From an optimization exercise on the open Yosys and OpenROAD flow, aimed at small area, a short achievable clock period and few clock cycles per item; shortcuts taken in it are not production practice.
In this exercise RTL edits were held to simulation tests only and were not proved equivalent to the original.
Power figures rest on the tool's default switching activity, not on a simulated workload.

==> flow/design.v (excerpt) <==
module se_list_unit (
    input             clk,
    input             rst,
    input             start,
    input      [4:0]  cfg_m,
    output            idle,
    input             in_valid,
    output            in_ready,
    input      [31:0] in_score,
    input      [63:0] in_id,
    input             in_last,
    output            out_valid,
    input             out_ready,
    output     [31:0] out_key,
    output     [63:0] out_id,
    output            out_last,
    output            rec_valid,
    output     [4:0]  rec_count,
    output     [31:0] rec_scored,
    output     [31:0] rec_nan,
    output     [31:0] rec_dup,
    output     [31:0] rec_tail,
    output     [31:0] rec_max_key,
    output     [31:0] rec_edge_key,
    output     [31:0] rec_edge_ties
);
    localparam M = 8;
    integer i;
    reg         idle_r, in_ready_r, out_valid_r, out_last_r, rec_valid_r;
    reg         flush;       
    reg         pend;        
    reg  [3:0]  left;        
    reg         start_q;
    reg  [4:0]  cfg_q;
    reg  [M-1:0] mark;       
    reg  [M-1:0] vld;        
    reg  [3:0]  cnt;
    reg  [31:0] keys [0:M-1];
    reg  [63:0] ids  [0:M-1];
    reg  [31:0] scored, nan_cnt, dup_cnt, tail_cnt, max_key, edge_ties;
    reg         a_v, a_last, a_nan;
    reg  [31:0] a_key;
    reg  [63:0] a_id;
    wire        s_nan = (in_score[30:23] == 8'hFF) && (in_score[22:0] != 23'd0);
    wire        s_mz  = (in_score == 32'h8000_0000);
    wire [31:0] s_key = in_score[31] ? (s_mz ? 32'h8000_0000 : ~in_score)
                                     : (in_score | 32'h8000_0000);
    always @(posedge clk) begin
        a_v     <= in_valid && in_ready_r && !rst;
        a_last  <= in_last;
        a_nan   <= s_nan;
        a_key   <= s_key;
        a_id    <= in_id;
        start_q <= start && idle_r && !rst;
        cfg_q   <= cfg_m;
    end
    reg         b_v, b_last, b_nan;
    reg  [31:0] b_key;
    reg  [63:0] b_id;
    reg  [M-1:0] b_gt;       
    reg  [M-1:0] b_eq;       
    function automatic [1:0] cmp(input [31:0] ka, input [63:0] ia,
                                 input [31:0] kb, input [63:0] ib);
        reg [127:0] g, e;
        reg         ideq;
        integer l, n;
        begin
  ...
For scale: about 7600 cells after synthesis, ~1200 flip-flops, roughly 440 I/O pins.
clock: 18.0 ns
lec_check: 0
cap_margin: 20
core_margin: 2
core_utilization: 50
cts_cluster_diameter: 100
cts_cluster_size: 20
gpl_routability_driven: 1
place_density: 0.6
slew_margin: 20
standard.sh (not shown) runs the stock make flow with config.mk's settings and CLKGATE_MAP_FILE= SYNTH_SCRIPT=/design/flow/synth_recipe.tcl, a recipe that flattens the netlist after the stock synthesis.
==> flow/flow/run.sh <==
#!/bin/bash
# Standard layout with two changes: port buffers are plain buffers instead of
# delay cells, and repair_timing aims for a setup margin so that the achieved
# period shrinks.
set -euo pipefail
bash standard.sh SETUP_SLACK_MARGIN=13.0 "BUFFER_PORTS_ARGS=-buffer_cell sky130_fd_sc_hd__buf_2"  finish > standard.log 2>&1
The baseline produced a clean layout.
Testbench counts at the start, summed over its fixed seeds: cycles 49,615, offers 47,503.
Next try:
Settings changed: CORE_UTILIZATION 50 to 45, PLACE_DENSITY 0.6 to 0.55.
Result: The new run finished clean; final cell count is higher slightly; final area stays flat; total power stays flat; global-route usage is lower by 2.3 points; fmax is lower slightly; non-clock buffer count is higher by 4; synthesized cell count does not change; combinational power is higher slightly; setup slack loses 0.066 ns; register-to-register slack loses 0.08 ns; clock power hardly moves.
Next try:
Settings changed: CORE_UTILIZATION 45 to 55, PLACE_DENSITY 0.55 to 0.65.
Effect: The changed run finished clean. Worst setup slack is better by 0.076 ns. Non-clock buffer count came out lower by 11. Register-to-register slack is better by 0.04 ns. Total power came out lower by 0.54%. Routed wire length came out lower by about 4.7%.
Next try:
Settings changed: CORE_UTILIZATION 55 to 45, CTS_CLUSTER_SIZE 20 to 24, PLACE_DENSITY 0.65 to 0.55.
=> Worst setup slack is worse by 0.12 ns. Synthesized area stays the same. Total power went down by 1.4%. Clock skew came out higher by 0.013 ns.

---

Another version of the RTL of se_list_unit (not shown whole).
For scale: roughly 8100 cells after synthesis, ~1300 flip-flops, ~440 I/O pins, roughly 0.078 mm2 of cells after synthesis.
export LEC_CHECK = 0
export CAP_MARGIN = 20
export CORE_MARGIN = 2
export CORE_UTILIZATION = 25
export GPL_ROUTABILITY_DRIVEN = 1
export PLACE_DENSITY = 0.3
export SLEW_MARGIN = 20
create_clock -name core_clock -period 18.0 [get_ports {clk}]
==> flow/flow/run.sh <==
#!/bin/bash
# Standard layout, with repair_timing aiming for a setup margin below the
# clock period so the achieved period shrinks.
set -euo pipefail
bash standard.sh SETUP_SLACK_MARGIN=12.5 finish > standard.log 2>&1
The starting point produced a clean layout.
Testbench counts at the start, summed over its fixed seeds: cycles 49,671, offers 47,503.
Edit:
==> flow/run.sh (new file) <==
#!/bin/bash
# synth_recipe.tcl (not shown) runs the flow's synth.tcl, then flattens the netlist and writes it again
# the make line also repeats each setting of config.mk as NAME=value (left out here)
make -C /OpenROAD-flow-scripts/flow DESIGN_CONFIG=/design/flow/config.mk WORK_HOME=/design/flow/orfs CLKGATE_MAP_FILE= SYNTH_SCRIPT=/design/flow/synth_recipe.tcl finish
removed: flow/flow/run.sh
removed: flow/standard.sh
Outcome:
- routed wire length goes down by 2.1%
- worst setup slack got worse by 1.5 ns
- via count goes down by 0.65%
- clock power is about the same
- design area goes down by 0.78%
- area after synthesis is unchanged

---

pepper:
The RTL this note starts from:
==> flow/design.v <==
module se_list_unit (
    input             clk,
    input             rst,
    input             start,
    input      [4:0]  cfg_m,
    output            idle,
    input             in_valid,
    output            in_ready,
    input      [31:0] in_score,
    input      [63:0] in_id,
    input             in_last,
    output            out_valid,
    input             out_ready,
    output     [31:0] out_key,
    output     [63:0] out_id,
    output            out_last,
    output            rec_valid,
    output     [4:0]  rec_count,
    output     [31:0] rec_scored,
    output     [31:0] rec_nan,
    output     [31:0] rec_dup,
    output     [31:0] rec_tail,
    output     [31:0] rec_max_key,
    output     [31:0] rec_edge_key,
    output     [31:0] rec_edge_ties
);
    localparam M = 8;
    integer i;
    reg         idle_r, in_ready_r, out_valid_r, out_last_r, rec_valid_r;
    reg         flush;       
    reg         start_q;
    reg  [4:0]  cfg_q;
    reg  [M-1:0] mark;       
    reg  [M-1:0] vld;        
    reg  [3:0]  cnt;
    reg  [31:0] keys [0:M-1];
    reg  [63:0] ids  [0:M-1];
    reg  [31:0] scored, nan_cnt, dup_cnt, tail_cnt, max_key, edge_key, edge_ties;
    reg         a_v, a_last, a_nan;
    reg  [31:0] a_key;
    reg  [63:0] a_id;
    wire        s_nan = (in_score[30:23] == 8'hFF) && (in_score[22:0] != 23'd0);
    wire        s_mz  = (in_score == 32'h8000_0000);
    wire [31:0] s_key = in_score[31] ? (s_mz ? 32'h8000_0000 : ~in_score)
                                     : (in_score | 32'h8000_0000);
    always @(posedge clk) begin
        a_v     <= in_valid && in_ready_r && !rst;
        a_last  <= in_last;
        a_nan   <= s_nan;
        a_key   <= s_key;
        a_id    <= in_id;
        start_q <= start && idle_r && !rst;
        cfg_q   <= cfg_m;
    end
    reg         b_v, b_last, b_nan;
    reg  [31:0] b_key;
    reg  [63:0] b_id;
    reg  [M-1:0] b_gt;       
    reg  [M-1:0] b_eq;       
    function automatic [1:0] cmp(input [31:0] ka, input [63:0] ia,
                                 input [31:0] kb, input [63:0] ib);
        reg [127:0] g, e;
        reg         ideq;
        integer l, n;
        begin
            g = {32'd0, ka & ~kb, ib & ~ia};
            e = {{32{1'b1}}, ~(ka ^ kb), ~(ib ^ ia)};
            ideq = 1'b0;
            for (l = 64; l >= 1; l = l / 2) begin
                for (n = 0; n < l; n = n + 1) begin
                    g[n] = g[2*n+1] | (e[2*n+1] & g[2*n]);
                    e[n] = e[2*n+1] & e[2*n];
                end
                if (l == 2) ideq = e[0];
            end
            cmp = {g[0], ideq};
        end
    endfunction
    reg  [M-1:0] x_gt, x_eq;
    always @* begin
        for (i = 0; i < M; i = i + 1) begin
            {x_gt[i], x_eq[i]} = cmp(a_key, a_id, keys[i], ids[i]);
        end
    end
    wire y_gt, y_eq;
    assign {y_gt, y_eq} = cmp(a_key, a_id, b_key, b_id);
    wire [M-1:0] above  = ~mark & (~vld | b_gt);   
    wire [M-1:0] id_hit = vld & b_eq;
    reg  [M-1:0] hit_ge;                           
    always @* begin
        hit_ge[M-1] = id_hit[M-1];
        for (i = M - 2; i >= 0; i = i - 1)
            hit_ge[i] = hit_ge[i+1] | id_hit[i];
    end
    wire is_dup    = |id_hit;
    wire dup_upd   = |(id_hit & b_gt);
    wire full      = vld[M-1];
    wire [M-1:0] above_p = {above[M-2:0], 1'b0};    
    wire b_ok    = b_v && !b_nan;
    wire do_new  = b_ok && !is_dup;
    wire ins_new = do_new && (!full || above[M-1]);
    wire do_ins  = ins_new || (b_ok && dup_upd);
    wire to_tail = do_new && full;
    wire grow    = do_new && !full;
    wire [M-1:0] ins_here = {M{do_ins}} & above & ~above_p;
    wire [M-1:0] shift    = {M{do_ins}} & above_p & ({M{!is_dup}} | hit_ge);
    wire readout = out_valid_r && out_ready;
    wire move_up = readout || flush;
    wire        low_is_c = ins_here[M-1];
    wire        low_chg  = ins_here[M-1] | shift[M-1];
    wire        fills    = grow && (vld[M-2] || mark[M-2]);
    wire [31:0] nlow     = low_is_c ? b_key : keys[M-2];
    wire        c_eq_low = (b_key == keys[M-1]);
    wire        nlow_eq  = low_is_c ? c_eq_low : (keys[M-2] == keys[M-1]);
    always @(posedge clk) begin
        b_v    <= a_v && !rst;
        b_last <= a_last;
        b_nan  <= a_nan;
        b_key  <= a_key;
        b_id   <= a_id;
        for (i = 0; i < M; i = i + 1) begin
            if (ins_here[i]) begin
                b_gt[i] <= y_gt;
                b_eq[i] <= y_eq;
            end else if (shift[i] && i > 0) begin
                b_gt[i] <= x_gt[i-1];
                b_eq[i] <= x_eq[i-1];
            end else begin
                b_gt[i] <= x_gt[i];
                b_eq[i] <= x_eq[i];
            end
        end
    end
    wire fin = b_v && b_last;
    assign idle          = idle_r;
    assign in_ready      = in_ready_r;
    assign out_valid     = out_valid_r;
    assign out_last      = out_last_r;
    assign out_key       = keys[0];
    assign out_id        = ids[0];
    assign rec_valid     = rec_valid_r;
    assign rec_count     = {1'b0, cnt};
    assign rec_scored    = scored;
    assign rec_nan       = nan_cnt;
    assign rec_dup       = dup_cnt;
    assign rec_tail      = tail_cnt;
    assign rec_max_key   = max_key;
    assign rec_edge_key  = edge_key;
    assign rec_edge_ties = edge_ties;
    wire [M-1:0] nvld = grow ? (vld | ({vld[M-2:0] | mark[M-2:0], 1'b1} & ~mark)) : vld;
    always @(posedge clk) begin
        if (rst) begin
            idle_r      <= 1'b1;
            in_ready_r  <= 1'b0;
            out_valid_r <= 1'b0;
            out_last_r  <= 1'b0;
            rec_valid_r <= 1'b0;
            flush       <= 1'b0;
        end else begin
            if (start && idle_r) begin
                idle_r      <= 1'b0;
                in_ready_r  <= 1'b1;
                rec_valid_r <= 1'b0;
                out_valid_r <= 1'b0;
            end else begin
                if (in_valid && in_ready_r && in_last)
                    in_ready_r <= 1'b0;
                if (fin) begin
                    rec_valid_r <= 1'b1;
                    if (mark[0] && nvld != {M{1'b0}}) begin
                        flush <= 1'b1;
                    end else begin
                        out_valid_r <= nvld[0];
                        out_last_r  <= nvld[0] && !nvld[1];
                        idle_r      <= !nvld[0];
                    end
                end else if (move_up) begin
                    if (!mark[1]) begin
                        flush       <= 1'b0;
                        out_valid_r <= vld[1];
                        out_last_r  <= vld[1] && !vld[2];
                        idle_r      <= !vld[1];
                    end
                end
            end
        end
    end
    always @(posedge clk) begin
        if (start_q) begin
            vld  <= {M{1'b0}};
            cnt  <= 4'd0;
            for (i = 0; i < M; i = i + 1)
                mark[i] <= (i < M - {1'b0, cfg_q[2:0]}) && (cfg_q[2:0] != 3'd0);
        end else if (move_up) begin
            vld  <= {1'b0, vld[M-1:1]};
            mark <= {1'b0, mark[M-1:1]};
        end else begin
            vld <= nvld;
            if (grow) cnt <= cnt + 4'd1;
        end
        for (i = 0; i < M; i = i + 1) begin
            if (move_up) begin
                if (i < M - 1) begin
                    keys[i] <= keys[i+1];
                    ids[i]  <= ids[i+1];
                end
            end else if (ins_here[i]) begin
                keys[i] <= b_key;
                ids[i]  <= b_id;
            end else if (shift[i]) begin
                if (i > 0) begin
                    keys[i] <= keys[i-1];
                    ids[i]  <= ids[i-1];
                end
            end
        end
    end
    always @(posedge clk) begin
        if (start_q) begin
            scored    <= 32'd0;
            nan_cnt   <= 32'd0;
            dup_cnt   <= 32'd0;
            tail_cnt  <= 32'd0;
            max_key   <= 32'd0;
            edge_key  <= 32'd0;
            edge_ties <= 32'd0;
        end else begin
            if (b_v && b_nan && nan_cnt != 32'hFFFF_FFFF)
                nan_cnt <= nan_cnt + 32'd1;
            if (b_ok && is_dup)
                dup_cnt <= dup_cnt + 32'd1;
            if (do_new) begin
                scored <= scored + 32'd1;
                if (b_key > max_key)
                    max_key <= b_key;
            end
            if (to_tail)
                tail_cnt <= tail_cnt + 32'd1;
            if (fills || (full && do_ins && low_chg && !nlow_eq)) begin
                edge_key  <= nlow;
                edge_ties <= 32'd0;
            end else if (to_tail && (low_chg || c_eq_low)) begin
                edge_ties <= edge_ties + 32'd1;
            end
        end
    end
endmodule
clock: 18.0 ns
lec_check: 0
cap_margin: 20
core_margin: 2
core_utilization: 45
cts_cluster_diameter: 100
cts_cluster_size: 20
gpl_routability_driven: 1
place_density: 0.55
slew_margin: 20
==> flow/flow/run.sh <==
#!/bin/bash
# Standard layout with two changes: port buffers are plain buffers instead of
# delay cells, and repair_timing aims for a setup margin so that the achieved
# period shrinks.
set -euo pipefail
bash standard.sh SETUP_SLACK_MARGIN=13.2 "BUFFER_PORTS_ARGS=-buffer_cell sky130_fd_sc_hd__buf_2"  finish > standard.log 2>&1
pepper completed; timing, DRC and antenna clean
Testbench counts of pepper, summed over its fixed seeds: cycles 49,615, offers 47,503.
Input-level comparison between xenon and pepper:
-- flow/flow/run.sh --
<<< pepper, line 5
set -euo pipefail
bash standard.sh SETUP_SLACK_MARGIN=13.2 "BUFFER_PORTS_ARGS=-buffer_cell sky130_fd_sc_hd__buf_2"  finish > standard.log 2>&1
>>> xenon, line 5
set -euo pipefail
bash standard.sh SETUP_SLACK_MARGIN=12.4 "BUFFER_PORTS_ARGS=-buffer_cell sky130_fd_sc_hd__buf_2"  finish > standard.log 2>&1
==> run summary <==
xenon: setup slack after placement lower than pepper
Higher global-route met2 utilization was reported by pepper, not xenon.
Comparing pepper against xenon, there is no change at all in count of cell types in the netlist.
The inputs of tundra differ from those of xenon as listed below.
-- flow/flow/run.sh --
<<< xenon, line 5
set -euo pipefail
bash standard.sh SETUP_SLACK_MARGIN=12.4 "BUFFER_PORTS_ARGS=-buffer_cell sky130_fd_sc_hd__buf_2"  finish > standard.log 2>&1
>>> tundra, line 5
set -euo pipefail
bash standard.sh SETUP_SLACK_MARGIN=12.8 "BUFFER_PORTS_ARGS=-buffer_cell sky130_fd_sc_hd__buf_2"  finish > standard.log 2>&1
Re HPWL after detailed placement: no difference whatsoever between tundra and xenon. Summary of tundra over xenon: critical path arrival went down 0.32 ns; part of the cycle the worst path needs went down 2.3 points; slack of the critical path went up 0.41 ns.

-- separate check: timing with driven ports --
No port has a modelled driver above. Below, the same layouts with a new extraction and two added sets of constraints. Step 1 (the two cells are an assumption about what drives the block):
set clk [get_ports {clk}]
set_driving_cell -lib_cell sky130_fd_sc_hd__clkbuf_16 $clk
set_driving_cell -lib_cell sky130_fd_sc_hd__buf_2 [delete_from_list [all_inputs] $clk]
Step 2 adds t to the input delays and takes it off the output delays; t is the mean of the earliest and latest rising clock arrival at the registers after step 1. Input paths then give back, and output paths get back, about the clock's delay inside the block. Slacks: no drivers / after step 1 / after step 2; pairs: no drivers / after step 1.
| run | t, ns | setup slack, ns | clock arrival spread, ns |
|---|---|---|---|
| the first run of note 1 | 0.788 | 12.964 / 12.885 / 12.367 | 0.042 / 0.043 |
| the second run of note 1 | 0.786 | 12.899 / 12.814 / 12.382 | 0.039 / 0.039 |
| the third run of note 1 | 0.792 | 12.975 / 12.889 / 12.319 | 0.036 / 0.036 |
| the fourth run of note 1 | 0.823 | 12.852 / 12.765 / 12.393 | 0.057 / 0.058 |
| the first run of note 2 | 0.949 | 12.566 / 12.465 / 11.793 | 0.049 / 0.050 |
| the second run of note 2 | 0.958 | 11.080 / 11.107 / 10.149 | 0.033 / 0.032 |
| pepper | 0.790 | 12.899 / 12.818 / 12.301 | 0.048 / 0.047 |
| xenon | 0.774 | 12.421 / 12.418 / 11.644 | 0.035 / 0.035 |
| tundra | 0.774 | 12.834 / 12.831 / 12.057 | 0.029 / 0.029 |
After both steps setup and hold are still met in every run listed. The setup slack of the second run of note 2, which loses most, moves by +0.027 ns with the drivers and by -0.931 ns with both steps.
